Context: an optimization exercise on an open-source flow, tuned for small area, a short achievable clock period and few clock cycles. The choices shown serve that exercise and are no tape-out recipe.
Where RTL was checked, it was by simulation tests only, not by an equivalence proof against the original.

the baseline:
// pred_expand
module pred_expand (
    input  wire        clk,
    input  wire        rst,
    input  wire        cmd_valid,
    output wire        cmd_ready,
    input  wire [14:0] cmd_size,
    input  wire        in_valid,
    output wire        in_ready,
    input  wire [7:0]  in_data,
    input  wire        in_last,
    output wire        out_valid,
    input  wire        out_ready,
    output wire [7:0]  out_data,
    output wire        done_valid,
    output wire        done_err
);
    reg st_idle, st_hdr, st_res, st_zero, st_end, st_done;
    reg [14:0] remain;       
    reg [5:0]  opos;         
    reg        emit_d;
    reg [2:0]  pred;
    reg [2:0]  k;
    reg        c;
    reg        seen_last;
    reg        err;
    reg [31:0] bbuf;         
    reg [4:0]  rp;           
    reg [1:0]  wp;           
    reg [5:0]  bcnt;         
    reg        t_valid;
    reg [8:0]  t_u;
    reg        o_valid;
    reg [7:0]  o_data;
    reg [7:0]  hist [1:7];
    wire o_free  = !o_valid || out_ready;
    wire x_take  = t_valid && o_free;
    wire t_free  = !t_valid || o_free;
    wire active  = st_hdr || st_res || st_zero;
  ...
clock: 6.5 ns
lec_check: 0
abc_area: 1
cap_margin: 20
core_margin: 2
core_utilization: 40
place_density: 0.6
setup_slack_margin: 2.5
slew_margin: 20
run.sh (not shown) runs the stock make flow with config.mk's settings and CLKGATE_MAP_FILE= SYNTH_SCRIPT=/design/flow/synth_recipe.tcl, a recipe that flattens the netlist after the stock synthesis.
Both conditions hold for the baseline: the flow ran to the end and the final layout passed the timing, design-rule and antenna checks.
For the candidate, these inputs were changed with respect to the baseline:
-- flow/design.v --
<<< the baseline, line 82
            bthermo[j] = (bcnt > j[5:0]);
    end
    wire [6:0]  bck1   = {1'b0, bcnt} - 7'd1 - {4'd0, k};
    wire        have_n = !esc && !bck1[6] && ({2'b0, z} <= bck1[5:0]);
    wire        have_e = bthermo[23];
    wire        have_r = have_n || (esc && have_e);
>>> the candidate, line 82
            bthermo[j] = (bcnt > j[5:0]);
    end
    wire [15:0] zmask  = bthermo >> k;          
    wire        have_n = |(nz & zmask);
    wire        have_e = bthermo[23];
    wire        have_r = have_n || (esc && have_e);
<<< the baseline, line 144
    assign done_valid = st_done;
    assign done_err   = err;
    integer n;
    always @(posedge clk) begin
>>> the candidate, line 144
    assign done_valid = st_done;
    assign done_err   = err;
    wire start = st_idle && cmd_valid;
    integer n;
    always @(posedge clk) begin
<<< the baseline, line 167
            st_end    <= 1'b0;
            st_done   <= 1'b0;
            pred      <= 3'd0;
            k         <= 3'd0;
            c         <= 1'b0;
            t_valid   <= 1'b0;
            o_valid   <= 1'b0;
>>> the candidate, line 168
            st_end    <= 1'b0;
            st_done   <= 1'b0;
            remain    <= 15'd0;
            opos      <= 6'd0;
            emit_d    <= 1'b0;
            pred      <= 3'd0;
            k         <= 3'd0;
            c         <= 1'b0;
            seen_last <= 1'b0;
            err       <= 1'b0;
            rp        <= 5'd0;
            wp        <= 2'd0;
            bcnt      <= 6'd0;
            t_valid   <= 1'b0;
            o_valid   <= 1'b0;
<<< the baseline, line 196
                opos   <= opos + 6'd1;
            end
            if (st_idle && cmd_valid) begin
                st_idle <= 1'b0;
                st_hdr  <= 1'b1;
                remain  <= cmd_size;
            end
            if (take_h) begin
>>> the candidate, line 205
                opos   <= opos + 6'd1;
            end
            if (start) begin
                st_idle   <= 1'b0;
                st_hdr    <= 1'b1;
                remain    <= cmd_size;
                opos      <= 6'd0;
                emit_d    <= 1'b0;
                rp        <= 5'd0;
                wp        <= 2'd0;
                bcnt      <= 6'd0;
                seen_last <= 1'b0;
                err       <= 1'b0;
            end
            if (take_h) begin
<<< the baseline, line 227
            end
        end
        if (rst || st_idle) begin
            opos      <= 6'd0;
            emit_d    <= 1'b0;
            rp        <= 5'd0;
            wp        <= 2'd0;
            bcnt      <= 6'd0;
            seen_last <= 1'b0;
            err       <= 1'b0;
            o_data    <= 8'd0;
            for (n = 1; n < 8; n = n + 1) hist[n] <= 8'd0;
        end
>>> the candidate, line 243
            end
        end
        if (rst || start) begin
            o_data <= 8'd0;
            for (n = 1; n < 8; n = n + 1) hist[n] <= 8'd0;
        end
Results
Summary of the comparison: floorplan row count is higher in the candidate, relative to the baseline. Against the baseline, the candidate comes in about 0.9% higher on design area. Compare the baseline and the candidate | routed metal-1 wirelength higher: the candidate. On the candidate: final clock period utilization by the worst path is 0.87 points lower than what the baseline gave. Changes observed in the candidate relative to the baseline: wire length of the first global-routing pass now sits higher, cell count of the worst reg-to-reg path now sits lower, global-route usage now sits higher, wire length reported by the detailed router now sits higher. Delta(setup slack, the candidate - the baseline) > 0.
Testbench counts of the candidate, summed over its fixed seeds: cycles 416,914.
For the baseline, only the layout was checked, not whether the RTL still works.

[re-timing with driven ports]
No port has a modelled driver above. Below, the same layouts with a new extraction and two added sets of constraints. Step 1 assumes that a clkbuf_16 drives the clock port and a buf_2 every other input. Step 2 times the ports against the registers' clock, not the clock port: input delays grow and output delays shrink by t, the midpoint of the rising clock arrivals with the driver on. Slacks: ideal / step 1 / step 2; pairs: ideal / step 1.
| run | t, ns | slack for setup (ns) | worst setup path after step 2 | slew at the worst register clock pin (ns) |
|---|---|---|---|---|
| the baseline | 0.483 | 2.629 / 2.629 / 2.188 | input to register | 0.07 / 0.07 |
| the candidate | 0.494 | 2.685 / 2.685 / 2.234 | input to register | 0.08 / 0.08 |
After both steps every run listed still meets setup and hold. The setup slack of the candidate, which loses most, moves by 0.000 ns with the drivers and by -0.451 ns with both steps.
